What follows belongs to an exercise in optimizing a design on an open flow for small area and a short achievable clock period; a production flow would make more cautious choices. Only simulation tests tie the RTL to the original design; equivalence was not proved.

==> flow/design.v (outline; a module is shown in full before it is edited, if it fits) <==
// module burin_drain_fp: 1432 lines
module burin_drain_fp (
    input  wire        clk,
    input  wire        rst,
    input  wire        in_valid,
    input  wire        in_acc_fp,
    input  wire [31:0] in_acc,
    input  wire [31:0] in_scale,
    input  wire [2:0]  in_fmt,
    output reg         out_valid,
    output reg  [31:0] out_data,
    output reg         out_sat
);
  // ...
==> flow/flow/run.sh <==
#!/bin/bash
# Standard synthesis, then flow/invopt.py removes inverters around the full adders in the
# synthesised netlist (same registers, same function), then the standard layout. Timing repair
# works on every path whose setup slack at the design's clock period is below the margin in
# flow/margin.txt, and may resize across cell footprints. Ports get buf_1 buffers. The constraints are the design's.
set -euo pipefail
MARGIN=$(cat flow/margin.txt)
R=orfs/results/sky130hd/burin_drain_fp/base
bash standard.sh synth > synth_make.log 2>&1
cp $R/1_2_yosys.v $R/1_2_yosys_std.v
python3 flow/invopt.py $R/1_2_yosys_std.v $R/1_2_yosys.v > invopt.log 2>&1
rm -f $R/1_synth.odb $R/1_synth.sdc
bash standard.sh SETUP_SLACK_MARGIN=$MARGIN MATCH_CELL_FOOTPRINT=0 SKIP_GATE_CLONING=1 "BUFFER_PORTS_ARGS=-buffer_cell sky130_fd_sc_hd__buf_1" finish > layout_make.log 2>&1
==> flow/flow/invopt.py <==
#!/usr/bin/env python3
"""Remove inverters around full adders in a mapped sky130hd netlist.

Synthesis (extract_fa) often builds a full adder with all three inputs inverted, where one
inverter on its outputs would do. A full adder is self-dual: FA(~a, ~b, ~c) = ~FA(a, b, c)
for both outputs. This script picks, for every full adder, whether it works on true or
complemented signals so that the fewest inverters are needed, then rewrites the netlist:
all inverters are removed and one inverter is made for each signal that some load needs
in the polarity its driver does not give. Registers and all other cells are kept as they are.

usage: invopt.py IN.v OUT.v
"""
import re
import sys

OUT_PINS = {"X", "Y", "Q", "Q_N", "SUM", "COUT", "HI", "LO"}
INV_RE = re.compile(r"^sky130_fd_sc_hd__(inv|clkinv)_\d+$")
FA_RE = re.compile(r"^sky130_fd_sc_hd__fa_\d+$")
# cells whose inputs may take either polarity: xor <-> xnor absorbs an odd number of flips
XOR_SWAP = {"xor2": "xnor2", "xnor2": "xor2", "xor3": "xnor3", "xnor3": "xor3"}


def xor_kind(typ):
    m = re.match(r"^sky130_fd_sc_hd__(x(?:n)?or[23])_(\d+)$", typ)
    return (m.group(1), m.group(2)) if m else None


def main(src, dst):
    text = open(src).read()
    m = re.search(r"\n(\s*sky130_fd_sc_hd__\w+\s+\S+\s*\()", text)
    head_end = m.start() + 1
    tail_start = text.rindex("endmodule")
    head = text[:head_end]
    body = text[head_end:tail_start]
    inst_re = re.compile(r"\s*(sky130_fd_sc_hd__\w+)\s+(\S+)\s*\((.*?)\);", re.S)
    pin_re = re.compile(r"\.(\w+)\(\s*(.*?)\s*\)(?:,|\s*$)", re.S)
    insts = []
    pos = 0
    for mm in inst_re.finditer(body):
        assert body[pos:mm.start()].strip() == "", body[pos:mm.start()][:200]
        pos = mm.end()
        typ, name, pins = mm.group(1), mm.group(2), mm.group(3)
        pl = [(p, n.strip()) for p, n in pin_re.findall(pins)]
        insts.append([typ, name, pl])
    assert body[pos:].strip() == "", body[pos:][:200]

    outputs = set(re.findall(r"^\s*output\s+(?:\[\d+:\d+\]\s+)?(\S+);", head, re.M))

    def is_port_net(n):
        base = n.lstrip("\\").split("[")[0].strip()
        return base in outputs

    driver = {}
    for idx, (typ, name, pl) in enumerate(insts):
        for p, n in pl:
            if p in OUT_PINS and n:
                driver[n] = (idx, p)

    inv_of = {}   # inverter output net -> input net
    for typ, name, pl in insts:
        if INV_RE.match(typ):
            d = dict(pl)
            inv_of[d["Y"]] = d["A"]

    def literal(n):
        par = 0
        while n in inv_of:
            n = inv_of[n]
            par ^= 1
        return n, par

    # a half adder on two complemented signals: its sum is the xor of the true signals and
    # its carry their nor
    HA_RE = re.compile(r"^sky130_fd_sc_hd__ha_\d+$")
    n_ha = 0
    for idx in range(len(insts)):
        typ, name, pl = insts[idx]
        if not HA_RE.match(typ):
            continue
        d = dict(pl)
        la, lb = literal(d["A"]), literal(d["B"])
        if la[1] == 1 and lb[1] == 1:
            n_ha += 1
            insts[idx] = ["sky130_fd_sc_hd__xor2_1", name, [("A", la[0]), ("B", lb[0]), ("X", d["SUM"])]]
            insts.append(["sky130_fd_sc_hd__nor2_1", name + "_nor", [("A", la[0]), ("B", lb[0]), ("Y", d["COUT"])]])
    sys.stderr.write(f"invopt: {n_ha} half adders on complemented inputs split\n")

    # inverters that drive a port keep their net name; keep those inverters as they are
    keep_inv = set()
    for idx, (typ, name, pl) in enumerate(insts):
        if INV_RE.match(typ) and is_port_net(dict(pl)["Y"]):
            keep_inv.add(idx)

    fas = [i for i, (t, _, _) in enumerate(insts) if FA_RE.match(t)]
    fa_out = {}   # root net -> fa idx that drives it
    for i in fas:
        for p, n in insts[i][2]:
            if p in ("SUM", "COUT"):
                fa_out[n] = i

    # consumers: (root, parity, fa idx or None) for every input pin of a kept cell
    cons = []
    for idx, (typ, name, pl) in enumerate(insts):
        if INV_RE.match(typ) and idx not in keep_inv:
            continue
        for k, (p, n) in enumerate(pl):
            if p in OUT_PINS or not n:
                continue
            r, par = literal(n)
            if xor_kind(typ):
                cons.append((idx, k, r, par, "x"))
            else:
                cons.append((idx, k, r, par, idx if FA_RE.match(typ) else None))

    flip = {i: 0 for i in fas}
    by_root = {}
    for c in cons:
        by_root.setdefault(c[2], []).append(c)

    def need(root):
        """polarities (relative to the root's true value) its loads want"""
        s = set()
        for (_, _, r, par, fa) in by_root.get(root, []):
            if fa == "x":
                continue
            s.add(par ^ (flip[fa] if fa is not None else 0))
        return s

    def cost(root):
        avail = flip[fa_out[root]] if root in fa_out else 0
        return len(need(root) - {avail})

    def roots_of(i):
        rs = set()
        for p, n in insts[i][2]:
            if p in ("SUM", "COUT"):
                rs.add(n)
            elif p in ("A", "B", "CIN"):
                rs.add(literal(n)[0])
        return rs

    before = sum(cost(r) for r in set(by_root) | set(fa_out))
    changed = True
    rounds = 0
    while changed and rounds < 50:
        changed = False
        rounds += 1
        for i in fas:
            rs = roots_of(i)
            c0 = sum(cost(r) for r in rs)
            flip[i] ^= 1
            c1 = sum(cost(r) for r in rs)
            if c1 < c0:
                changed = True
            else:
                flip[i] ^= 1
    after = sum(cost(r) for r in set(by_root) | set(fa_out))
    n_inv_old = sum(1 for t, _, _ in insts if INV_RE.match(t))

    # physical nets: the root's own name carries its true value; a flipped full adder
    # drives <root>_n (complement) instead
    def cname(r):
        b = r.lstrip("\\").strip()
        return "\\" + b + "__n "

    new_insts = []
    new_wires = []
    made = set()
    phys = {}   # (root, polarity) -> net name
    for r in set(by_root) | set(fa_out):
        avail = flip[fa_out[r]] if r in fa_out else 0
        if avail:
            phys[(r, 1)] = cname(r)
            new_wires.append(cname(r))
        else:
            phys[(r, 0)] = r
    k_inv = 0

    def get(r, pol):
        nonlocal k_inv
        if (r, pol) in phys:
            return phys[(r, pol)]
        src_pol = 1 - pol
        src = phys[(r, src_pol)]
        if pol == 1:
            net = cname(r)
            new_wires.append(net)
        else:
            net = r
        k_inv += 1
        new_insts.append(["sky130_fd_sc_hd__inv_1", f"invopt_{k_inv}", [("A", src), ("Y", net)]])
        phys[(r, pol)] = net
        return net

    for idx, (typ, name, pl) in enumerate(insts):
        if INV_RE.match(typ) and idx not in keep_inv:
            continue
        npl = []
        xk = xor_kind(typ)
        odd = 0
        for p, n in pl:
            if p in OUT_PINS:
                if idx in flip and flip[idx] and p in ("SUM", "COUT"):
                    n = cname(n)
                npl.append((p, n))
            elif not n:
                npl.append((p, n))
            else:
                r, par = literal(n)
                pol = par ^ (flip[idx] if idx in flip else 0)
                if xk:
                    have = 0 if (r, 0) in phys else 1
                    odd ^= have ^ pol
                    pol = have
                npl.append((p, get(r, pol)))
        if xk and odd:
            typ = f"sky130_fd_sc_hd__{XOR_SWAP[xk[0]]}_{xk[1]}"
            if xk[0] in ("xor2", "xnor2"):   # xor2 drives X, xnor2 drives Y
                opin = {"xor2": "X", "xnor2": "Y"}[XOR_SWAP[xk[0]]]
                npl = [(opin if p in ("X", "Y") else p, n) for p, n in npl]
        new_insts.append([typ, name, npl])

    # a root whose true value is still needed under its own name but whose adder was
    # flipped gets it from an inverter (made in get); roots no load uses need nothing
    decl = "".join(f"  wire {w};\n" for w in sorted(set(new_wires)))
    out = [head.rstrip("\n") + "\n" + decl]
    def esc(n):
        return n.rstrip() + " " if n.startswith("\\") else n
    for typ, name, pl in new_insts:
        pins = ",\n".join(f"    .{p}({esc(n)})" for p, n in pl)
        out.append(f"  {typ} {name} (\n{pins}\n  );\n")
    out.append("endmodule\n")
    open(dst, "w").write("".join(out))
    n_inv_new = sum(1 for t, _, _ in new_insts if INV_RE.match(t))
    sys.stderr.write(f"invopt: {len(fas)} full adders, {sum(flip.values())} flipped; "
                     f"inverters {n_inv_old} -> {n_inv_new} (polarity mismatches {before} -> {after})\n")


if __name__ == "__main__":
    main(sys.argv[1], sys.argv[2])
==> flow/flow/margin.txt <==
17.3
==> flow/standard.sh <==
#!/bin/bash
# synth_recipe.tcl (not shown) runs the flow's synth.tcl, then flattens the netlist and writes it again
# the make line also repeats each setting of config.mk as NAME=value (left out here)
make -C /OpenROAD-flow-scripts/flow DESIGN_CONFIG=/design/flow/config.mk WORK_HOME=/design/flow/orfs CLKGATE_MAP_FILE= SYNTH_SCRIPT=/design/flow/synth_recipe.tcl "${@:-finish}"
==> flow/config.mk <==
export PLATFORM = sky130hd
export DESIGN_NAME = burin_drain_fp
export DESIGN_NICKNAME = burin_drain_fp
export VERILOG_FILES = /design/flow/design.v
export SDC_FILE = /design/flow/constraint.sdc
export NUM_CORES = 4
export LEC_CHECK = 0
export ABC_AREA = 1
export CAP_MARGIN = 20
export CORE_MARGIN = 2
export CORE_UTILIZATION = 40
export PLACE_DENSITY = 0.6
export SLEW_MARGIN = 20
==> flow/constraint.sdc <==
create_clock -name core_clock -period 23.0 [get_ports {clk}]
set_input_delay 4.6000 -clock core_clock [delete_from_list [all_inputs] [get_ports {clk}]]
set_output_delay 4.6000 -clock core_clock [all_outputs]
set_load 0.01 [all_outputs]
==> run summary, run 1 <==
met2 Use GR=roughly two fifths; share of layout cells above drive strength 1=7.85%; CP Cell Sequence=buf_1; Final Util=approximately 44%; status=finished clean; crit path DAT=between 1000 and 1500 ps; crit-path leading delay family=flip-flops; min cycle time layout=roughly 5700 ps; initial antenna violation count=2; pre-CTS setup slack=15680 ps; first-pass GRT wire length=between 150000 and 200000 um; CP max-delay cell=dfxtp_1; Max clock buf depth=3; Worst Setup End Kind=output pin; reg2reg setup slack=roughly 17000 ps; Fill cells=8260; Max Clock Skew=about 16 ps; final setup fails=0; clock root buffer=clkbuf_16; Die Ht=roughly 290 um; Via Count=slightly below 30k; M1 GR Usage=around a third; synthesized area per cell=approximately 7.7 um^2; Crit path buffers/inverters=1
==> inputs of run 2 (changes only) <==
--- a/flow/design.v
+++ b/flow/design.v
@@ -1253,17 +1253,18 @@
             3'd0: c_u = 5'd20;
             3'd1: c_u = 5'd21;
             3'd2: c_u = 5'd16;
             3'd3: c_u = 5'd13;
             default: c_u = 5'd0;
         endcase
     end
     wire signed [10:0] nb   = $signed({5'd0, msb}) - $signed({c_t[9], c_t});
-    wire        normal = ~nb[10] & ~c_zero;
+    wire        t_le0  = c_t[9] | (c_t == 10'd0);
+    wire        normal = ~c_zero & (t_le0 | (msb >= c_t[5:0]));
     wire [6:0]  shn  = {1'b0, msb} + {2'd0, c_u};
     wire [6:0]  sh   = normal ? shn : c_shs;
     wire [8:0]  base = normal ? nb[8:0] : 9'd0;
     wire [78:0] wide = {prod, 24'd0} >> sh;
     reg        p_valid;
     reg [25:0] p_win;
     reg [8:0]  p_base;
     reg        p_norm;
--- a/flow/flow/invopt.py
+++ b/flow/flow/invopt.py
@@ -134,32 +134,53 @@
         rs = set()
         for p, n in insts[i][2]:
             if p in ("SUM", "COUT"):
                 rs.add(n)
             elif p in ("A", "B", "CIN"):
                 rs.add(literal(n)[0])
         return rs
 
-    before = sum(cost(r) for r in set(by_root) | set(fa_out))
-    changed = True
-    rounds = 0
-    while changed and rounds < 50:
-        changed = False
-        rounds += 1
-        for i in fas:
-            rs = roots_of(i)
-            c0 = sum(cost(r) for r in rs)
+    allr = set(by_root) | set(fa_out)
+    before = sum(cost(r) for r in allr)
+    rof = {i: roots_of(i) for i in fas}
+
+    def descend():
+        changed = True
+        rounds = 0
+        while changed and rounds < 50:
+            changed = False
+            rounds += 1
+            for i in fas:
+                rs = rof[i]
+                c0 = sum(cost(r) for r in rs)
+                flip[i] ^= 1
+                c1 = sum(cost(r) for r in rs)
+                if c1 < c0:
+                    changed = True
+                else:
+                    flip[i] ^= 1
+
+    # greedy descent, then a few rounds of random kicks (a fixed seed keeps it repeatable)
+    import random
+    rng = random.Random(1)
+    descend()
+    best = sum(cost(r) for r in allr)
+    best_flip = dict(flip)
+    for it in range(200):
+        for i in rng.sample(fas, max(1, len(fas) // 20)):
             flip[i] ^= 1
-            c1 = sum(cost(r) for r in rs)
-            if c1 < c0:
-                changed = True
-            else:
-                flip[i] ^= 1
-    after = sum(cost(r) for r in set(by_root) | set(fa_out))
+        descend()
+        c = sum(cost(r) for r in allr)
+        if c <= best:
+            best, best_flip = c, dict(flip)
+        else:
+            flip.update(best_flip)
+    flip.update(best_flip)
+    after = sum(cost(r) for r in allr)
     n_inv_old = sum(1 for t, _, _ in insts if INV_RE.match(t))
 
     # physical nets: the root's own name carries its true value; a flipped full adder
     # drives <root>_n (complement) instead
     def cname(r):
         b = r.lstrip("\\").strip()
         return "\\" + b + "__n "
 
==> run summary, run 2 <==
Area Growth Syn to Fin=10.8%; core area=slightly below 80000 um^2; area of the multi-input gates=24100 um^2; TritonCTS clock tree=built; synthesized area per cell=7.64 um^2 (-0.90%); largest net degree at the start of global routing=75; clock root buffer=clkbuf_16; total wire length=roughly 100000 um; Fill cells=8070 (-2.3%); CTS sink cnt=270; Slew headroom=between 10% and 20%; Max clock buf depth=3 (unchanged); CTS buffer count=35; Final Hold Vio Count=0; placed cells=around 5.2k; DRT Pass-1 Iters=8; max reg flops=56; crit-path max FO=1; Setup TNS Final=0 ps; Biggest register=c_x; Max-Cap Viols=0; Residual DRC=0; first-pass GRT wire length=161000 um (+1.8%); Crit path buffers/inverters=1 (unchanged); total grt overflow=0; Detail Route Antenna Nets=0; top flop regs=c_x: 56 flops, c_yh: 43 flops; share of layout cells above drive strength 1=7.94% (+0.088 points); Final Util=44.8% (+0.53 points); Synth Cell Area=32000 um^2; H-tree depth=2; most common cell after layout, fill and taps aside=nand2_1; crit-path leading delay family=flip-flops; Die Ht=287 um (-0.30%); GRT Total Usage=24.8%; worst setup path class=reg2out; Final Net Count=4756; syn_nets=about 4.7k; WL/cell=just under 20 um; initial antenna violation count=2 (unchanged); Placer Congestion=between 0.9 and 1; slowest stage delay, CP=approximately 340 ps; CP required=around 18000 ps; input/output buffers=104; worst hold slack=between 300 and 400 ps; total number of yosys warnings=1; Iter 0 DRT Violations=around 2.7k; drt via density=5.49; Hold WC Path Type=reg2reg; final setup fails=0 (unchanged); antenna fix cells=0; unrepaired setup endpoints after global routing=no; dpl hpwl=a little over 70000 um; DIE WIDTH=between 200 and 300 um; CTS Hold Bufs=0; crit path DAT=1050 ps (about the same); Worst Setup End Kind=output pin; Worst-Margin Slew=1220 ps; Final Cycle Share=between 20% and 30%; row count=103; commonest non-fill, non-tap cells in the layout=nand2_1, inv_1, xor2_1; FF/Latch Area=about 5400 um^2; reg2reg setup slack=17470 ps (about the same); Skew-Pair Late Insertion Delay=580 ps; CP Cell Sequence=clkbuf_2; CP Launch Type=register; Initial Util=40.5%; status=finished clean; vias in the first global route=approximately 28k; CP max-delay cell=dfxtp_1; die area=around 80000 um^2; IO Pins=approximately 110; cells after synthesis=4190; Reg clk slew, reported paths=about 60 ps; achievable clock frequency=around 0.18 GHz; Final Non-Filler Cells=between 5k and 6k; Via Count=29.0k (+0.62%); min cycle time layout=5650 ps (-14.9 ps); Max Clock Skew=26.3 ps (+9.89 ps); fin. max-slew vios=0
[run 2: cell count changes in the layout (fill, tap and decap cells not counted), sizes merged, moves of 6 or more]
| cell | delta |
|---|---|
| nand3 | -55 |
| nand2 | +38 |
| nor2 | +13 |
| nor3 | +11 |
| o21ai | +10 |
| xor2 | -9 |
| xnor2 | +7 |
| a21oi | -6 |
[run 2: worst paths after layout]
| kind | startpoint | to | cells after the start |
|---|---|---|---|
| setup / recovery | out_data[0]$_DFF_P_ | out_data[0] | 1 |
| hold reg to reg | c_sign$_DFF_P_ | p_sign$_DFF_P_ | 0 |
| hold / removal | c_sign$_DFF_P_ | p_sign$_DFF_P_ | 0 |
| setup reg to reg | r_acc[31]$_DFF_P_ | c_yh[36]$_DFF_P_ | 14 |
[run 2: final cells by class]
type                       count  share of cell area (%)
inverter                     507                    5.45
timing repair buffer         235                    4.32
clock buffer                  45                    2.66
multi-input combinational   3168                    67.9
sequential                   270                    15.3
clock inverter                19                   0.695
tap                         1050                    3.70
[run 2: per-stage QoR]
step	worst slack, ps	cell area [um^2]
after CTS	17310	34900
after global routing	17270	35500
after floorplan	17610	32000
after global placement	16120	33500
final	17350	35500
after detailed placement	16150	33500
[run 2: routing by layer]
metal	vias up	routed length [um]	global-route usage [%]
met3	294	9330	5.34
met2	1402	47300	39.8
met1	13700	42900	31.9
met5	-	0	0
met4	0	4710	11.1
li1	13600	-	-
[run 2: repair_timing]
item                                    in CTS  in global routing
pin swaps                                    6                 21
setup buffers                               23                 27
endpoints found under the setup margin      79                 86
hold endpoints to repair                     0                  0
resized for setup                           34                107
==> inputs of run 3 (changes only) <==
==> flow/flow/margin.txt (replaced) <==
17.42
--- a/flow/config.mk
+++ b/flow/config.mk
@@ -10,4 +10,4 @@
 export CORE_MARGIN = 2
-export CORE_UTILIZATION = 40
-export PLACE_DENSITY = 0.6
+export CORE_UTILIZATION = 60
+export PLACE_DENSITY = 0.7
 export SLEW_MARGIN = 20
==> run summary, run 3 <==
status=finished clean; achievable clock frequency=0.178 GHz (+0.43%); first-pass GRT wire length=158000 um (-1.5%); clock root buffer=clkbuf_16; dpl hpwl=71600 um (-1.6%); fin. max-slew vios=0 (unchanged); WL/cell=20.9 um (+6.1%); Hold WC Path Type=reg2reg; min cycle time layout=5620 ps (-24.3 ps); Synth Cell Area=32000 um^2 (unchanged); TritonCTS clock tree=built; CTS Hold Bufs=0 (unchanged); core area=52700 um^2 (-33%); Final Util=67.1% (+22 points); Placer Congestion=0.959 (+2.7%); Final Net Count=4762 (+0.13%); Initial Util=60.8% (+20 points); share of layout cells above drive strength 1=9.70% (+1.8 points); Skew-Pair Late Insertion Delay=590 ps (about the same); crit path DAT=1020 ps (-30 ps); worst setup path class=reg2out; final setup fails=0 (unchanged); Crit path buffers/inverters=1 (unchanged); Biggest register=c_x; hold endpoint=p_inf$_DFF_P_; drt via density=6.00 (+9.3%); Top Metal Used=met4; Reg2Reg Capture Point=c_yh[27]$_DFF_P_; Final Non-Filler Cells=4937 (-6.7%); antenna fix cells=0 (unchanged); WL met2=46100 um (-2.4%); unrepaired setup endpoints after global routing=yes; Worst-Margin Slew=1090 ps (-135 ps); DRT Pass-1 Iters=6 (-2); Slew headroom=27.4% (+9.0 points); placed cells=4813 (-7.1%); DIE WIDTH=235 um (-18%); total number of yosys warnings=1 (unchanged); WL met1=38600 um (-9.9%); row count=84 (-18%); largest net degree at the start of global routing=75 (unchanged); CP required=18400 ps (about the same); Max clock buf depth=3 (unchanged); final instance area=35400 um^2 (-0.31%); total grt overflow=0 (unchanged); Area Growth Syn to Fin=10.5%; max reg flops=56 (unchanged); HP Start=c_inf$_DFF_P_; crit-path max FO=1 (unchanged); Max-Cap Viols=0 (unchanged); Worst Setup End Kind=output pin; hold path depth=0 (unchanged); CP Launch Type=register; Reg clk slew, reported paths=60 ps (about the same); Iter 0 DRT Violations=3010 (+13%); H-tree depth=2 (unchanged); reg2reg setup slack=17540 ps (+70 ps); IO Pins=105 (unchanged); Setup TNS Final=0 ps (unchanged); GRT Total Usage=36.1% (+11 points); CTS sink cnt=270 (unchanged); initial antenna violation count=1 (-1); DR WL met3=11600 um (+24%); most common cell after layout, fill and taps aside=nand2_1; Final Hold Vio Count=0 (unchanged); cells on worst reg2reg path=15 (+1); syn_nets=4729 (unchanged); slowest stage delay, CP=330 ps (about the same); synthesized area per cell=7.64 um^2 (unchanged); CTS buffer count=35 (unchanged); input/output buffers=104 (unchanged); CP Cell Sequence=buf_6; Max Clock Skew=30.4 ps (+4.18 ps); r2r startpoint=r_acc[31]$_DFF_P_; Via Count=29.6k (+1.9%); vias in the first global route=28.8k (+1.3%); top flop regs=c_x: 56 flops, c_yh: 43 flops; total wire length=103000 um (-1.1%); CP max-delay cell=dfxtp_2; crit-path leading delay family=flip-flops; cells after synthesis=4190 (unchanged); Cell Area, Placed=33000 um^2 (-1.5%); Final Cycle Share=24.4% (-0.11 points); die area=55200 um^2 (-33%); Residual DRC=0 (unchanged); Die Ht=235 um (-18%); commonest non-fill, non-tap cells in the layout=nand2_1, inv_1, o22ai_1; Detail Route Antenna Nets=0 (unchanged)
## run 3: cell type report
cell class | instances | area, um^2
clock buffer | 40 | 915
clock inverter | 23 | 260
fill | 4541 | 17300
inverter | 507 | 1930
multi-input combinational | 3168 | 24300
sequential | 270 | 5430
tap | 688 | 861
timing repair buffer | 241 | 1700
## run 3: timing repair
item	CTS	global route
pin swaps	5	31
setup buffers	24	37
endpoints found under the setup margin	114	103
gates resized for setup	127	118
## run 3: stage by stage
step                      worst slack [ps]  hold WS, ps
final                                17380          326
after global placement               16370          310
after global routing                 17350          333
after detailed placement             16290          312
after floorplan                      17610          310
after CTS                            17350          326
## run 3: how the worst max path moves through the flow
stage | depth (start not counted) | endpoint | from
floorplan | 37 | out_data[0]$_DFF_P_ | p_fmt[2]$_DFF_P_
global placement | 35 | out_data[6]$_DFF_P_ | p_fmt[2]$_DFF_P_
detailed placement | 37 | out_data[6]$_DFF_P_ | p_fmt[1]$_DFF_P_
CTS | 1 | out_data[19] | out_data[19]$_SDFF_PP0_
global route | 40 | out_data[4]$_DFF_P_ | p_fmt[0]$_DFF_P_
finish | 1 | out_data[3] | out_data[3]$_DFF_P_
## run 3: routing by layer
| layer | up-vias | track usage (%) |
|---|---|---|
| met4 | 0 | 19.0 |
| li1 | 13600 | - |
| met1 | 13800 | 44.6 |
| met2 | 1733 | 58.3 |
| met5 | - | 0 |
| met3 | 426 | 9.05 |
==> inputs of run 4 (changes only) <==
==> flow/flow/margin.txt (replaced) <==
17.4
--- a/flow/config.mk
+++ b/flow/config.mk
@@ -10,4 +10,4 @@
 export CORE_MARGIN = 2
-export CORE_UTILIZATION = 60
-export PLACE_DENSITY = 0.7
+export CORE_UTILIZATION = 50
+export PLACE_DENSITY = 0.65
 export SLEW_MARGIN = 20
==> run summary, run 4 <==
status=finished clean; Initial Util=50.7% (-10 points); max reg flops=56 (unchanged); fin. max-slew vios=0 (unchanged); cells after synthesis=4190 (unchanged); achievable clock frequency=0.179 GHz (+0.40%); min cycle time layout=5600 ps (-22.5 ps); GRT Total Usage=30.2% (-5.9 points); synthesized area per cell=7.64 um^2 (unchanged); antenna fix cells=0 (unchanged); total grt overflow=0 (unchanged); CP required=18400 ps (about the same); most common cell after layout, fill and taps aside=nand2_1; drt via density=5.72 (-4.6%); first-pass GRT wire length=158000 um (about the same); pre-CTS setup slack=16350 ps (+66.3 ps); Crit path buffers/inverters=1 (unchanged); Biggest register=c_x; Final Hold Vio Count=0 (unchanged); total number of yosys warnings=1 (unchanged); Residual DRC=0 (unchanged); input/output buffers=104 (unchanged); Detail Route Antenna Nets=0 (unchanged); crit path DAT=1000 ps (-20 ps); largest net degree at the start of global routing=75 (unchanged); Via Count=29.1k (-1.8%); DRT Pass-1 Iters=8 (+2); Max-Cap Viols=0 (unchanged); crit-path leading delay family=flip-flops; Max clock buf depth=3 (unchanged); share of layout cells above drive strength 1=9.39% (-0.31 points); H-tree depth=2 (unchanged); Skew-Pair Late Insertion Delay=580 ps (about the same); Die Ht=257 um (+9.4%); CP Cell Sequence=buf_6; Area Growth Syn to Fin=11.0%; syn_nets=4729 (unchanged); Slew headroom=36.3% (+8.9 points); row count=92 (+9.5%); Fill cells=5993 (+32%); initial antenna violation count=3 (+2); unrepaired setup endpoints after global routing=yes; Final Cycle Share=24.3% (-0.098 points); Iter 0 DRT Violations=2957 (-1.8%); final setup fails=0 (unchanged); slowest stage delay, CP=320 ps (about the same); crit-path max FO=1 (unchanged); IO Pins=105 (unchanged); Cell Area, Placed=33200 um^2 (+0.71%); Hold WC Path Type=reg2reg; Final Non-Filler Cells=5086 (+3.0%); final worst slack=17400 ps (+22.5 ps); Worst-Margin Slew=956 ps (-130 ps); CTS Hold Bufs=0 (unchanged); CTS buffer count=36 (+2.9%); Final Net Count=4754 (-0.17%); top flop regs=c_x: 56 flops, c_yh: 43 flops; worst hold slack=330 ps (+3.99 ps); worst setup path class=reg2out; CTS sink cnt=270 (unchanged); commonest non-fill, non-tap cells in the layout=nand2_1, inv_1, xor2_1; final instance area=35500 um^2 (+0.47%); vias in the first global route=28.4k (-1.5%); WL/cell=20.1 um (-3.7%); clock root buffer=clkbuf_16; Worst Setup End Kind=output pin; die area=66100 um^2 (+20%); Setup TNS Final=0 ps (unchanged); dpl hpwl=72100 um (+0.66%); DIE WIDTH=257 um (+9.4%); core area=63200 um^2 (+20%); Reg clk slew, reported paths=50 ps (about the same); Placer Congestion=0.973 (+1.4%); TritonCTS clock tree=built; total wire length=102000 um (-0.75%); CP max-delay cell=dfxtp_2; placed cells=4975 (+3.4%); Synth Cell Area=32000 um^2 (unchanged); CP Launch Type=register; Max Clock Skew=26.3 ps (-4.17 ps); Final Util=56.2% (-11 points)
==> run 4: worst paths after layout <==
path | startpoint | depth (start not counted) | slack, ps | endpoint
worst max register to register | c_x[50]$_DFF_P_ | 32 | 17640 | p_win[19]$_SDFF_PN0_
worst min register to register | c_nan$_DFF_P_ | 0 | 330 | p_nan$_DFF_P_
worst max-delay path | out_data[3]$_DFF_P_ | 1 | 17400 | out_data[3]
worst min-delay path | c_nan$_DFF_P_ | 0 | 330 | p_nan$_DFF_P_
==> run 4: layout make-up <==
type	count	area, um^2	area share, %
Multi-Input combinational cell	3168	24200	68.2
Sequential cell	270	5440	15.3
Inverter	507	1930	5.42
Timing Repair Buffer	232	1650	4.64
Tap cell	846	1060	2.98
Clock buffer	46	978	2.75
Clock inverter	17	243	0.683
==> run 4: worst register-to-register path, delay by kind of cell (launching register included) <==
kind / cells / cell delay, ps
flip-flops: 1 / 410
buffers and inverters: 10 / 1500
XOR/XNOR: 2 / 470
adder cells (fa/ha/maj): 2 / 590
AND/OR/NAND/NOR: 14 / 1650
AO/OA/AOI/OAI: 4 / 660
==> run 4: timing repair <==
item / CTS / global route
setup buffers: 17 / 31
resized for setup: 121 / 126
endpoints found under the hold margin: 0 / 0
pin swaps: 6 / 33
setup endpoints to repair: 116 / 121
==> run 4: per-layer routing <==
metal,up-vias,part of all wire [%],GRT usage [%]
met2,1521,45,49.0
li1,13600,-,-
met5,-,0.041,0
met4,6,5.1,14.3
met3,339,9.2,6.08
met1,13600,40,38.7
==> inputs of run 5 (changes only) <==
--- a/flow/flow/run.sh
+++ b/flow/flow/run.sh
@@ -4,3 +4,3 @@
 # works on every path whose setup slack at the design's clock period is below the margin in
-# flow/margin.txt, and may resize across cell footprints. Ports get buf_1 buffers. The constraints are the design's.
+# flow/margin.txt, and may resize across cell footprints. Ports get buf_1 buffers. Clock tree options in flow/cts_args.txt. The constraints are the design's.
 set -euo pipefail
@@ -12,2 +12,2 @@
 rm -f $R/1_synth.odb $R/1_synth.sdc
-bash standard.sh SETUP_SLACK_MARGIN=$MARGIN MATCH_CELL_FOOTPRINT=0 SKIP_GATE_CLONING=1 "BUFFER_PORTS_ARGS=-buffer_cell sky130_fd_sc_hd__buf_1" finish > layout_make.log 2>&1
+bash standard.sh SETUP_SLACK_MARGIN=$MARGIN MATCH_CELL_FOOTPRINT=0 SKIP_GATE_CLONING=1 "BUFFER_PORTS_ARGS=-buffer_cell sky130_fd_sc_hd__buf_1" "CTS_ARGS=$(cat flow/cts_args.txt)" finish > layout_make.log 2>&1
==> flow/flow/cts_args.txt (new file) <==
-sink_clustering_enable -repair_clock_nets -branching_point_buffers_distance 2000 -distance_between_buffers 2000
==> flow/flow/margin.txt (replaced) <==
17.3
--- a/flow/config.mk
+++ b/flow/config.mk
@@ -10,4 +10,4 @@
 export CORE_MARGIN = 2
-export CORE_UTILIZATION = 50
-export PLACE_DENSITY = 0.65
+export CORE_UTILIZATION = 40
+export PLACE_DENSITY = 0.6
 export SLEW_MARGIN = 20
==> run summary, run 5 <==
DIE WIDTH=287 um (+12%); CP Launch Type=register; top flop regs=c_x: 56 flops, c_yh: 43 flops; Max clock buf depth=3 (unchanged); Setup TNS Final=0 ps (unchanged); vias in the first global route=28.5k (+0.23%); row count=103 (+12%); final setup fails=0 (unchanged); clock root buffer=clkbuf_16; Hold WC Path Type=reg2reg; Iter 0 DRT Violations=2665 (-9.9%); worst setup path class=reg2out; Synth Cell Area=32000 um^2 (unchanged); Via Count=29.0k (-0.13%); input/output buffers=104 (unchanged); Max-Cap Viols=0 (unchanged); Biggest register=c_x; CP max-delay cell=dfxtp_1; DRT Pass-1 Iters=8 (unchanged); Cell Area, Placed=33500 um^2 (+0.75%); Worst-Margin Slew=1220 ps (+265 ps); synthesized area per cell=7.64 um^2 (unchanged); Worst Setup End Kind=output pin; CTS Hold Bufs=0 (unchanged); Skew-Pair Late Insertion Delay=580 ps (about the same); max reg flops=56 (unchanged); TritonCTS clock tree=built; achievable clock frequency=0.177 GHz (-0.83%); share of layout cells above drive strength 1=7.94% (-1.4 points); Final Net Count=4756 (+0.042%); dpl hpwl=72800 um (+0.91%); unrepaired setup endpoints after global routing=no; largest net degree at the start of global routing=75 (unchanged); crit path DAT=1050 ps (+50 ps); final instance area=35500 um^2 (-0.15%); total number of yosys warnings=1 (unchanged); crit-path leading delay family=flip-flops; Crit path buffers/inverters=1 (unchanged); initial antenna violation count=2 (-1); IO Pins=105 (unchanged); total wire length=104000 um (+1.8%); Max Clock Skew=26.3 ps (-0.0121 ps); Placer Congestion=0.934 (-3.9%); core area=79100 um^2 (+25%); CTS sink cnt=270 (unchanged); drt via density=5.49 (-4.1%); Detail Route Antenna Nets=0 (unchanged); CP Cell Sequence=clkbuf_2; antenna fix cells=0 (unchanged); total grt overflow=0 (unchanged); Area Growth Syn to Fin=10.8%; min cycle time layout=5650 ps (+46.8 ps); Die Ht=287 um (+12%); fin. max-slew vios=0 (unchanged); crit-path max FO=1 (unchanged); CP required=18400 ps (about the same); WL/cell=19.7 um (-2.2%); Residual DRC=0 (unchanged); cells after synthesis=4190 (unchanged); slowest stage delay, CP=340 ps (+20 ps); Initial Util=40.5% (-10 points); syn_nets=4729 (unchanged); most common cell after layout, fill and taps aside=nand2_1; status=finished clean; GRT Total Usage=24.8% (-5.5 points); Final Cycle Share=24.5% (+0.20 points); first-pass GRT wire length=161000 um (+1.5%); Final Hold Vio Count=0 (unchanged); H-tree depth=2 (unchanged); CTS buffer count=35 (-2.8%); commonest non-fill, non-tap cells in the layout=nand2_1, inv_1, xor2_1; Slew headroom=18.4% (-18 points); Reg clk slew, reported paths=60 ps (about the same); die area=82300 um^2 (+25%)
## run 5: worst paths after layout
check / startpoint / to / slack, ps / cells past startpoint
setup / recovery: out_data[0]$_DFF_P_ / out_data[0] / 17350 / 1
hold / removal: c_sign$_DFF_P_ / p_sign$_DFF_P_ / 330 / 0
setup reg to reg: r_acc[31]$_DFF_P_ / c_yh[36]$_DFF_P_ / 17470 / 14
hold reg to reg: c_sign$_DFF_P_ / p_sign$_DFF_P_ / 330 / 0
## run 5: per-layer routing
| metal | GRT usage [%] | vias up | part of all wire, % |
|---|---|---|---|
| met4 | 11.1 | 0 | 4.5 |
| met3 | 5.34 | 294 | 8.9 |
| li1 | - | 13600 | - |
| met2 | 39.8 | 1402 | 45 |
| met5 | 0 | - | 0 |
| met1 | 31.9 | 13700 | 41 |
## run 5: repair_timing
action                     CTS  global route
pin swaps                    6            21
setup endpoints to repair   79            86
setup buffers               23            27
resized for setup           34           107
## run 5: layout make-up
class                      instances  area (um^2)
clock buffer                      45          943
fill                            8070        43700
multi-input combinational       3168        24100
sequential                       270         5420
timing repair buffer             235         1530
tap                             1050         1310
clock inverter                    19          246
inverter                         507         1930
## run 5: stage by stage
stage / utilization, % / hold slack (ps) / setup slack, ps / std cells
floorplan: - / 310 / 17610 / 4190
global route: 44.8 / 343 / 17270 / 5294
finish: 44.8 / 332 / 17350 / 5294
detailed placement: 42.3 / 325 / 16150 / 5180
CTS: 44.2 / 340 / 17310 / 5267
global placement: 42.3 / 315 / 16120 / 5180
==> inputs of run 6 (changes only) <==
==> flow/flow/run.sh (replaced) <==
#!/bin/bash
# Standard synthesis, then flow/invopt.py removes inverters around the full adders in the
# synthesised netlist (same registers, same function), then the standard layout. Timing repair
# works on every path whose setup slack at the design's clock period is below the margin in
# flow/margin.txt, and may resize across cell footprints. Ports get buf_1 buffers. The constraints are the design's.
set -euo pipefail
MARGIN=$(cat flow/margin.txt)
R=orfs/results/sky130hd/burin_drain_fp/base
bash standard.sh synth > synth_make.log 2>&1
cp $R/1_2_yosys.v $R/1_2_yosys_std.v
python3 flow/invopt.py $R/1_2_yosys_std.v $R/1_2_yosys.v > invopt.log 2>&1
rm -f $R/1_synth.odb $R/1_synth.sdc
bash standard.sh SETUP_SLACK_MARGIN=$MARGIN MATCH_CELL_FOOTPRINT=0 SKIP_GATE_CLONING=1 "BUFFER_PORTS_ARGS=-buffer_cell sky130_fd_sc_hd__buf_1" finish > layout_make.log 2>&1
--- a/flow/flow/invopt.py
+++ b/flow/flow/invopt.py
@@ -8,3 +8,5 @@
 all inverters are removed and one inverter is made for each signal that some load needs
-in the polarity its driver does not give. Registers and all other cells are kept as they are.
+in the polarity its driver does not give. An xor/xnor cell whose output or inputs would need an
+inverter is swapped for its complement instead, and a half adder on two complemented signals
+becomes an xor and a nor. Registers and all other cells are kept as they are.
 
@@ -128,3 +130,12 @@
 
+    xdrv = {}   # root net -> index of the xor-type cell driving it
+    for idx, (typ, name, pl) in enumerate(insts):
+        if xor_kind(typ):
+            for p, n in pl:
+                if p in ("X", "Y"):
+                    xdrv[n] = idx
+
     def cost(root):
+        if root in xdrv:
+            return 1 if len(need(root)) > 1 else 0
         avail = flip[fa_out[root]] if root in fa_out else 0
@@ -190,4 +201,8 @@
     phys = {}   # (root, polarity) -> net name
+    xinv = set()   # xor-type drivers that will make the complement of their root
     for r in set(by_root) | set(fa_out):
         avail = flip[fa_out[r]] if r in fa_out else 0
+        if r in xdrv and need(r) == {1}:
+            avail = 1
+            xinv.add(xdrv[r])
         if avail:
@@ -225,2 +240,5 @@
                     n = cname(n)
+                if idx in xinv and p in ("X", "Y"):
+                    n = cname(n)
+                    odd ^= 1
                 npl.append((p, n))
==> flow/flow/margin.txt (replaced) <==
17.4
--- a/flow/config.mk
+++ b/flow/config.mk
@@ -10,4 +10,4 @@
 export CORE_MARGIN = 2
-export CORE_UTILIZATION = 40
-export PLACE_DENSITY = 0.6
+export CORE_UTILIZATION = 50
+export PLACE_DENSITY = 0.65
 export SLEW_MARGIN = 20
removed: flow/flow/cts_args.txt
==> run summary, run 6 <==
Biggest register=c_x; total wire length=101000 um (-3.4%); Die Ht=255 um (-11%); M1 GR Usage=39.6% (+7.7 points); total grt overflow=0 (unchanged); WL/cell=20.3 um (+3.3%); HP Start=c_sign$_DFF_P_; core area=62700 um^2 (-21%); worst setup path class=reg2out; crit path DAT=1050 ps (about the same); fin. max-slew vios=0 (unchanged); final worst slack=17350 ps (unchanged); die area=65100 um^2 (-21%); Area Growth Syn to Fin=10.6%; Most Used Layer, Global Route=met2; Reg2Reg Capture Point=out_data[12]$_DFF_P_; Final Non-Filler Cells=4953 (-6.4%); most common cell after layout, fill and taps aside=nand2_1; first-pass GRT wire length=156000 um (-3.2%); Worst-Margin Slew=997 ps (-223 ps); Fill cells=5915 (-27%); r2r startpoint=p_fmt[0]$_DFF_P_; Iter 0 DRT Violations=2821 (+5.9%); GRT Total Usage=30.6% (+5.8 points); dpl hpwl=69300 um (-4.8%); share of layout cells above drive strength 1=9.26% (+1.3 points); crit-path leading delay family=flip-flops; crit-path max FO=1 (unchanged); hold endpoint=p_sign$_DFF_P_; input/output buffers=104 (unchanged); Reg clk slew, reported paths=60 ps (about the same); reg2reg setup slack=17630 ps (+160 ps); clock root buffer=clkbuf_16; met2 Use GR=49.4% (+9.6 points); syn_nets=4606 (-2.6%); Detail Route Antenna Nets=0 (unchanged); vias in the first global route=27.8k (-2.4%); CP required=18400 ps (about the same); cells after synthesis=4067 (-2.9%); Max-Cap Viols=0 (unchanged); pre-CTS setup slack=16200 ps (+51.8 ps); DRT Pass-1 Iters=7 (-1); Hold WC Path Type=reg2reg; CP Cell Sequence=buf_6; Final Net Count=4623 (-2.8%); Skew-Pair Late Insertion Delay=610 ps (+30 ps); TritonCTS clock tree=built; H-tree depth=1 (-1); Max Clock Skew=22.2 ps (-4.04 ps); achievable clock frequency=0.177 GHz (unchanged); Residual DRC=0 (unchanged); Worst Setup End Kind=output pin; min cycle time layout=5650 ps (unchanged); Setup TNS Final=0 ps (unchanged); Initial Util=50.3% (+9.8 points); Slew headroom=33.4% (+15 points); commonest non-fill, non-tap cells in the layout=nand2_1, inv_1, o22ai_1; row count=92 (-11%); total number of yosys warnings=1 (unchanged); drt via density=5.82 (+6.0%); placed cells=4853 (-6.3%); synthesized area per cell=7.76 um^2 (+1.5%); Final Hold Vio Count=0 (unchanged); Final Util=55.6% (+11 points); CTS sink cnt=270 (unchanged); Placer Congestion=0.931 (-0.34%); worst hold slack=326 ps (-6.64 ps); slowest stage delay, CP=330 ps (about the same); top flop regs=c_x: 56 flops, c_yh: 43 flops; CTS buffer count=31 (-11%); met3 Track Usage GR=6.68% (+1.3 points); Cell Area, Placed=32700 um^2 (-2.1%); CP max-delay cell=dfxtp_2; Synth Cell Area=31500 um^2 (-1.4%); max reg flops=56 (unchanged); final setup fails=0 (unchanged); cells on worst reg2reg path=38 (+24); hold path depth=0 (unchanged); initial antenna violation count=4 (+2); IO Pins=105 (unchanged); CP Launch Type=register; final instance area=34900 um^2 (-1.7%); Crit path buffers/inverters=1 (unchanged); unrepaired setup endpoints after global routing=yes; Final Cycle Share=24.5% (unchanged); DIE WIDTH=255 um (-11%); Via Count=28.8k (-0.84%); Max clock buf depth=3 (unchanged); largest net degree at the start of global routing=75 (unchanged); status=finished clean
[run 6: cell count changes in the layout (fill, tap and decap cells not counted), moves of 7 or more]
cell	change
xor2_1	-161
xnor2_1	+157
inv_1	-123
buf_1	-30
dfxtp_1	-23
dfxtp_2	+23
buf_6	+21
buf_2	+14
buf_4	-7
clkbuf_8	+7
[run 6: how the worst max path moves through the flow]
stage	startpoint	to	slack, ps	cells past startpoint
floorplan	p_fmt[2]$_DFF_P_	out_data[0]$_DFF_P_	17700	37
global placement	c_x[32]$_DFF_P_	p_win[9]$_DFF_P_	16340	27
detailed placement	c_yh[32]$_DFF_P_	p_win[21]$_SDFF_PN0_	16200	26
CTS	out_data[0]$_DFF_P_	out_data[0]	17320	1
global route	p_fmt[0]$_DFF_P_	out_data[9]$_DFF_P_	17250	38
finish	out_data[0]$_DFF_P_	out_data[0]	17350	1
[run 6: timing repair]
action / CTS / global route
pin swaps: 8 / 17
gates resized for setup: 127 / 123
gates cloned: 0 / 0
hold endpoints to repair: 0 / 0
hold buffers: 0 / 0
setup endpoints to repair: 115 / 101
setup buffers: 19 / 25
[run 6: routing by layer]
layer  wire length [um]  vias to the layer above  share of wire [%]
met1              40100                    13500                 40
met5                  0                        -                  0
li1                   -                    13300                  -
met4               4790                        0                4.8
met3              10200                      345                 10
met2              45600                     1631                 45
[run 6: cell type report]
cell class              count  area [um^2]  share of cell area (%)
clock inverters             7          120                   0.344
inverters                 384         1470                    4.23
well taps                 846         1060                    3.03
repair buffers            229         1690                    4.83
clock buffers              47          936                    2.68
flip-flops and latches    270         5450                    15.6
diodes                      2         5.00                  0.0143
multi-input cells        3168        24200                    69.2
==> inputs of run 7 (changes only) <==
--- a/flow/flow/invopt.py
+++ b/flow/flow/invopt.py
@@ -8,5 +8,3 @@
 all inverters are removed and one inverter is made for each signal that some load needs
-in the polarity its driver does not give. An xor/xnor cell whose output or inputs would need an
-inverter is swapped for its complement instead, and a half adder on two complemented signals
-becomes an xor and a nor. Registers and all other cells are kept as they are.
+in the polarity its driver does not give. Registers and all other cells are kept as they are.
 
@@ -130,2 +128,7 @@
 
+    def cname(r):
+        b = r.lstrip("\\").strip()
+        return "\\" + b + "__n "
+
+    hcarry_n = {}   # carry roots now made complemented by a nand
     xdrv = {}   # root net -> index of the xor-type cell driving it
@@ -193,5 +196,2 @@
     # drives <root>_n (complement) instead
-    def cname(r):
-        b = r.lstrip("\\").strip()
-        return "\\" + b + "__n "
 
@@ -201,2 +201,27 @@
     phys = {}   # (root, polarity) -> net name
+    # a half adder whose outputs are wanted complemented: an xor (either polarity) and a
+    # nand or and for the carry, when that needs fewer inverters than the half adder
+    n_split = 0
+    for idx in range(len(insts)):
+        typ, name, pl = insts[idx]
+        if not HA_RE.match(typ):
+            continue
+        d = dict(pl)
+        rs_, rc = d["SUM"], d["COUT"]
+        ns, nc = need(rs_), need(rc)
+        keep = 12.5 + (3.75 if 1 in ns else 0) + (3.75 if 1 in nc else 0)
+        split = 8.76 + (3.75 if len(ns) > 1 else 0)
+        split += 3.75 if nc == {1} else (7.5 if len(nc) > 1 else 6.26)
+        if split + 0.5 < keep:
+            n_split += 1
+            cg = "sky130_fd_sc_hd__nand2_1" if 1 in nc else "sky130_fd_sc_hd__and2_1"
+            cp = "Y" if 1 in nc else "X"
+            cnet = cname(rc) if 1 in nc else rc
+            insts[idx] = ["sky130_fd_sc_hd__xor2_1", name, [("A", d["A"]), ("B", d["B"]), ("X", rs_)]]
+            insts.append([cg, name + "_c", [("A", d["A"]), ("B", d["B"]), (cp, cnet)]])
+            xdrv[rs_] = idx
+            if 1 in nc:
+                hcarry_n[rc] = True
+    sys.stderr.write(f"invopt: {n_split} half adders split to cut inverters\n")
+
     xinv = set()   # xor-type drivers that will make the complement of their root
@@ -204,2 +229,4 @@
         avail = flip[fa_out[r]] if r in fa_out else 0
+        if r in hcarry_n:
+            avail = 1
         if r in xdrv and need(r) == {1}:
==> run summary, run 7 <==
fin. max-slew vios=0 (unchanged); most common cell after layout, fill and taps aside=nand2_1; min cycle time layout=5630 ps (-17.4 ps); Hold WC Path Type=reg2reg; FF/Latch Area=5440 um^2 (-0.11%); dpl hpwl=69600 um (+0.37%); row count=91 (-1.1%); Detail Route Antenna Nets=0 (unchanged); Biggest register=c_x; WL/cell=20.6 um (+1.4%); clock root buffer=clkbuf_16; CP required=18400 ps (about the same); total grt overflow=0 (unchanged); Iter 0 DRT Violations=2873 (+1.8%); total wire length=102000 um (+1.1%); first-pass GRT wire length=159000 um (+1.9%); status=finished clean; HP Start=c_sign$_DFF_P_; Skew-Pair Late Insertion Delay=600 ps (about the same); CP Cell Sequence=buf_6; placed cells=4822 (-0.64%); Worst Setup End Kind=output pin; largest net degree at the start of global routing=75 (unchanged); max reg flops=56 (unchanged); core area=61800 um^2 (-1.5%); cells after synthesis=4047 (-0.49%); DIE WIDTH=254 um (-0.34%); crit path DAT=1030 ps (-20 ps); Initial Util=50.7% (+0.39 points); share of layout cells above drive strength 1=9.85% (+0.59 points); Max clock buf depth=3 (unchanged); H-tree depth=1 (unchanged); GRT Total Usage=31.3% (+0.68 points); Max-Cap Viols=0 (unchanged); Setup TNS Final=0 ps (unchanged); slowest stage delay, CP=320 ps (about the same); Final Net Count=4585 (-0.82%); achievable clock frequency=0.178 GHz (+0.31%); TritonCTS clock tree=built; total number of yosys warnings=1 (unchanged); initial antenna violation count=1 (-3); Residual DRC=0 (unchanged); Max Clock Skew=28.9 ps (+6.68 ps); Placer Congestion=0.957 (+2.7%); CTS buffer count=31 (unchanged); Reg clk slew, reported paths=60 ps (about the same); final setup fails=0 (unchanged); CP Launch Point=out_data[0]$_DFF_P_; Die Ht=254 um (-0.34%); die area=64700 um^2 (-0.67%); Final Non-Filler Cells=4942 (-0.22%); Final Hold Vio Count=0 (unchanged); synthesized area per cell=7.74 um^2 (-0.19%); CP max-delay cell=dfxtp_2; unrepaired setup endpoints after global routing=yes; Final Cycle Share=24.5% (-0.076 points); Final Util=56.3% (+0.71 points); r2r startpoint=r_acc[31]$_DFF_P_; Synth Cell Area=31300 um^2 (-0.68%); drt via density=5.87 (+0.92%); IO Pins=105 (unchanged); commonest non-fill, non-tap cells in the layout=nand2_1, o22ai_1, xnor2_1, fa_1, inv_1; Crit path buffers/inverters=1 (unchanged); crit-path max FO=1 (unchanged); Fill cells=5850 (-1.1%); Area Growth Syn to Fin=11.1%; syn_nets=4553 (-1.2%); crit-path leading delay family=flip-flops; area of the multi-input gates=24200 um^2 (+0.16%); CTS Hold Bufs=0 (unchanged); top flop regs=c_x: 56 flops, c_yh: 43 flops; Slew headroom=25.0% (-8.4 points); CTS sink cnt=270 (unchanged); DRT Pass-1 Iters=6 (-1); Via Count=29.0k (+0.69%); Worst-Margin Slew=1120 ps (+124 ps); worst setup path class=reg2out; vias in the first global route=28.6k (+2.7%); input/output buffers=104 (unchanged); CP Launch Type=register
==> run 7: cell types whose count changed in the layout (fill, tap and decap cells not counted), moves of 7 or more <==
| cell | change |
|---|---|
| inv_1 | -46 |
| ha_1 | -33 |
| nand2_1 | +24 |
| xnor2_1 | +17 |
| buf_4 | +16 |
| buf_6 | -13 |
| buf_2 | +11 |
| and2_1 | +8 |
| dfxtp_2 | -8 |
| dfxtp_1 | +7 |
==> run 7: per-stage QoR <==
stage | instance area, um^2 | hold WS [ps] | setup slack [ps]
6_report | 34800 | 326 | 17370
4_1_cts | 34100 | 326 | 17340
3_5_place_dp | 32500 | 312 | 16240
3_3_place_gp | 32500 | 312 | 16320
2_1_floorplan | 31300 | 310 | 17700
5_1_grt | 34800 | 334 | 17330
==> run 7: layer usage <==
| metal | part of all wire [%] | global-route usage (%) |
|---|---|---|
| met1 | 40 | 40.3 |
| met3 | 10 | 6.17 |
| met5 | 0 | 0 |
| met2 | 45 | 51.5 |
| met4 | 5.0 | 12.7 |
==> run 7: final cells by class <==
cell class              instances  area share (%)
multi-input cells            3194            69.5
diodes                          2          0.0144
well taps                     837            3.01
flip-flops and latches        270            15.6
inverters                     338            3.73
clock inverters                19           0.769
clock buffers                  38            2.45
repair buffers                244            4.92
==> run 7: worst paths after layout <==
kind,endpoint,slack (ps),cells after the start
hold / removal,p_sign$_DFF_P_,330,0
hold reg to reg,p_sign$_DFF_P_,330,0
setup reg to reg,c_yh[32]$_DFF_P_,17590,13
setup / recovery,out_data[0],17370,1
==> run 7: what timing repair did <==
action	4_1_cts	5_1_grt
resized for setup	122	115
pin swaps	8	25
setup buffers	29	32
setup endpoints to repair	107	109
hold endpoints to repair	0	0
==> inputs of run 8 (changes only) <==
--- a/flow/flow/invopt.py
+++ b/flow/flow/invopt.py
@@ -226,2 +226,16 @@
 
+    # gates with a complement cell of the same inputs: made complemented when every load
+    # of their output wants the complement (saves the inverter)
+    COMP = {"nand2": "and2", "nor2": "or2", "nand3": "and3", "nor3": "or3", "nand4": "and4",
+            "o21ai": "o21a", "a21oi": "a21o", "o22ai": "o22a", "a22oi": "a22o",
+            "o211ai": "o211a", "a211oi": "a211o"}
+    gdrv = {}
+    for idx, (typ, name, pl) in enumerate(insts):
+        m = re.match(r"^sky130_fd_sc_hd__(\w+?)_(\d+)$", typ)
+        if m and m.group(1) in COMP:
+            for p, n in pl:
+                if p == "Y":
+                    gdrv[n] = idx
+    ginv = set()
+
     xinv = set()   # xor-type drivers that will make the complement of their root
@@ -234,2 +248,5 @@
             xinv.add(xdrv[r])
+        elif r in gdrv and need(r) == {1} and not is_port_net(r):
+            avail = 1
+            ginv.add(gdrv[r])
         if avail:
@@ -270,2 +287,5 @@
                     odd ^= 1
+                if idx in ginv and p == "Y":
+                    n = cname(n)
+                    p = "X"
                 npl.append((p, n))
@@ -281,2 +301,5 @@
                 npl.append((p, get(r, pol)))
+        if idx in ginv:
+            m = re.match(r"^sky130_fd_sc_hd__(\w+?)_(\d+)$", typ)
+            typ = f"sky130_fd_sc_hd__{COMP[m.group(1)]}_1"
         if xk and odd:
@@ -300,2 +323,3 @@
     n_inv_new = sum(1 for t, _, _ in new_insts if INV_RE.match(t))
+    sys.stderr.write(f"invopt: {len(ginv)} gates made complemented\n")
     sys.stderr.write(f"invopt: {len(fas)} full adders, {sum(flip.values())} flipped; "
==> run summary, run 8 <==
status=finished clean; row count=91 (unchanged); Skew-Pair Late Insertion Delay=590 ps (about the same); total wire length=102000 um (-0.22%); CP max-delay cell=dfxtp_1; cells after synthesis=3986 (-1.5%); most common cell after layout, fill and taps aside=nand2_1; Final Cycle Share=24.4% (-0.045 points); Slew headroom=37.4% (+12 points); CP required=18400 ps (about the same); die area=64500 um^2 (-0.29%); TritonCTS clock tree=built; initial antenna violation count=2 (+1); CTS buffer count=31 (unchanged); total number of yosys warnings=1 (unchanged); Detail Route Antenna Nets=0 (unchanged); Setup TNS Final=0 ps (unchanged); worst hold slack=327 ps (+1.03 ps); H-tree depth=1 (unchanged); Max-Cap Viols=0 (unchanged); unrepaired setup endpoints after global routing=yes; syn_nets=4492 (-1.3%); FF/Latch Area=5440 um^2 (about the same); achievable clock frequency=0.178 GHz (+0.18%); WL/cell=20.9 um (+1.3%); Final Non-Filler Cells=4870 (-1.5%); placed cells=4763 (-1.2%); Via Count=28.8k (-0.78%); DRT Pass-1 Iters=7 (+1); crit path DAT=1020 ps (about the same); Die Ht=254 um (-0.14%); slowest stage delay, CP=310 ps (about the same); CP Launch Type=register; Reg clk slew, reported paths=60 ps (about the same); GRT Total Usage=31.1% (-0.17 points); fin. max-slew vios=0 (unchanged); Final Net Count=4517 (-1.5%); Initial Util=50.6% (-0.054 points); CTS sink cnt=270 (unchanged); crit-path max FO=1 (unchanged); clock root buffer=clkbuf_16; Biggest register=c_x; worst setup path class=reg2out; Residual DRC=0 (unchanged); Iter 0 DRT Violations=2930 (+2.0%); synthesized area per cell=7.84 um^2 (+1.2%); share of layout cells above drive strength 1=9.35% (-0.50 points); area of the multi-input gates=24200 um^2 (about the same); core area=61700 um^2 (-0.18%); CTS Hold Bufs=0 (unchanged); CP Cell Sequence=buf_2; Final Util=55.8% (-0.49 points); Synth Cell Area=31200 um^2 (-0.29%); Max clock buf depth=3 (unchanged); max reg flops=56 (unchanged); Placer Congestion=0.951 (-0.65%); Max Clock Skew=18.6 ps (-10.3 ps); Final Hold Vio Count=0 (unchanged); final setup fails=0 (unchanged); crit-path leading delay family=flip-flops; vias in the first global route=28.1k (-1.5%); IO Pins=105 (unchanged); total grt overflow=0 (unchanged); dpl hpwl=69300 um (-0.33%); min cycle time layout=5620 ps (-10.3 ps); Worst Setup End Kind=output pin; drt via density=5.91 (+0.68%); Hold WC Path Type=reg2reg; commonest non-fill, non-tap cells in the layout=nand2_1, o22ai_1, xnor2_1; Worst-Margin Slew=937 ps (-184 ps); first-pass GRT wire length=157000 um (-1.2%); largest net degree at the start of global routing=75 (unchanged); Crit path buffers/inverters=1 (unchanged); top flop regs=c_x: 56 flops, c_yh: 43 flops; DIE WIDTH=254 um (-0.14%); Fill cells=5926 (+1.3%); input/output buffers=104 (unchanged); Area Growth Syn to Fin=10.3%
==> run 8: cell types whose count changed in the layout (fill, tap and decap cells not counted), moves of 6 or more <==
cell	change
inv_1	-61
and2_1	+26
nand2_1	-26
o21ai_0	-15
o21a_1	+10
a22o_1	+9
a22oi_1	-8
or2_1	+8
buf_4	-7
buf_6	+6
==> run 8: path summary, 6_finish.rpt <==
check                             from          endpoint  slack (ps)  depth (start not counted)
setup / recovery  out_data[14]$_DFF_P_      out_data[14]       17380                          1
hold / removal          c_sign$_DFF_P_    p_sign$_DFF_P_         330                          0
setup reg to reg     r_acc[31]$_DFF_P_  c_yh[30]$_DFF_P_       17670                         14
hold reg to reg         c_sign$_DFF_P_    p_sign$_DFF_P_         330                          0
==> run 8: cell type report <==
cell class,instances,share of cell area [%]
clock inverter,14,0.559
inverter,277,3.11
timing repair buffer,237,4.80
multi-input combinational,3194,70.2
antenna,1,0.00726
sequential,270,15.8
tap,837,3.04
clock buffer,40,2.47
==> run 8: worst reg2reg max path, stage by stage (launching register included) <==
cell and delay (ps):
dfxtp_1 440, inv_1 100, nor2_2 80, buf_4 380, xnor2_2 170, buf_4 390, clkinvlp_4 370, buf_4 240
inv_1 60, fa_1 430, fa_1 550, fa_1 430, fa_1 500, fa_1 580, fa_1 460
==> run 8: per-stage QoR <==
| stage | setup WS (ps) | instance area, um^2 |
|---|---|---|
| global placement | 16380 | 32400 |
| detailed placement | 16280 | 32400 |
| finish | 17380 | 34500 |
| global route | 17330 | 34500 |
| floorplan | 17590 | 31200 |
| CTS | 17350 | 33900 |
==> run 8: timing repair <==
item | CTS | global route
pin swaps | 7 | 20
endpoints found under the setup margin | 106 | 97
hold endpoints to repair | 0 | 0
buffers inserted | 25 | 27
cloned | 0 | 0
gates resized for setup | 122 | 105
==> run 8: routing by layer <==
metal	share of wire (%)	vias to the layer above	GRT usage, %
met5	0.081	-	0.849
met4	5.4	4	13.9
met3	10	414	6.57
met2	45	1672	50.3
met1	39	13500	39.8
li1	-	13200	-

==> port drivers added, routing unchanged <==
Ports are ideal in the flow. The routed layouts listed here were re-timed in OpenROAD. Step 1 (the two cells are an assumption about what drives the block):
set clk [get_ports {clk}]
set_driving_cell -lib_cell sky130_fd_sc_hd__clkbuf_16 $clk
set_driving_cell -lib_cell sky130_fd_sc_hd__buf_2 [delete_from_list [all_inputs] $clk]
Step 2, shift: input delay + t, output delay - t, t = (earliest + latest rising clock arrival at the registers) / 2. This alone moves slack from input paths to output paths. Three values: ideal, step 1, step 2; two values: the first two.
run | t, ns | setup slack, ns | worst slew at a driven data input, ns
run 1 | 0.619 | 17.339 / 17.276 / 17.480 | 0.05
run 2 | 0.627 | 17.354 / 17.292 / 17.468 | 0.04
run 3 | 0.636 | 17.378 / 17.321 / 17.541 | 0.04
run 4 | 0.630 | 17.401 / 17.341 / 17.636 | 0.04
run 5 | 0.627 | 17.354 / 17.292 / 17.468 | 0.04
run 6 | 0.663 | 17.354 / 17.289 / 17.633 | 0.05
run 7 | 0.643 | 17.371 / 17.311 / 17.586 | 0.04
run 8 | 0.647 | 17.381 / 17.318 / 17.669 | 0.04
After both steps setup and hold are still met in every run listed.
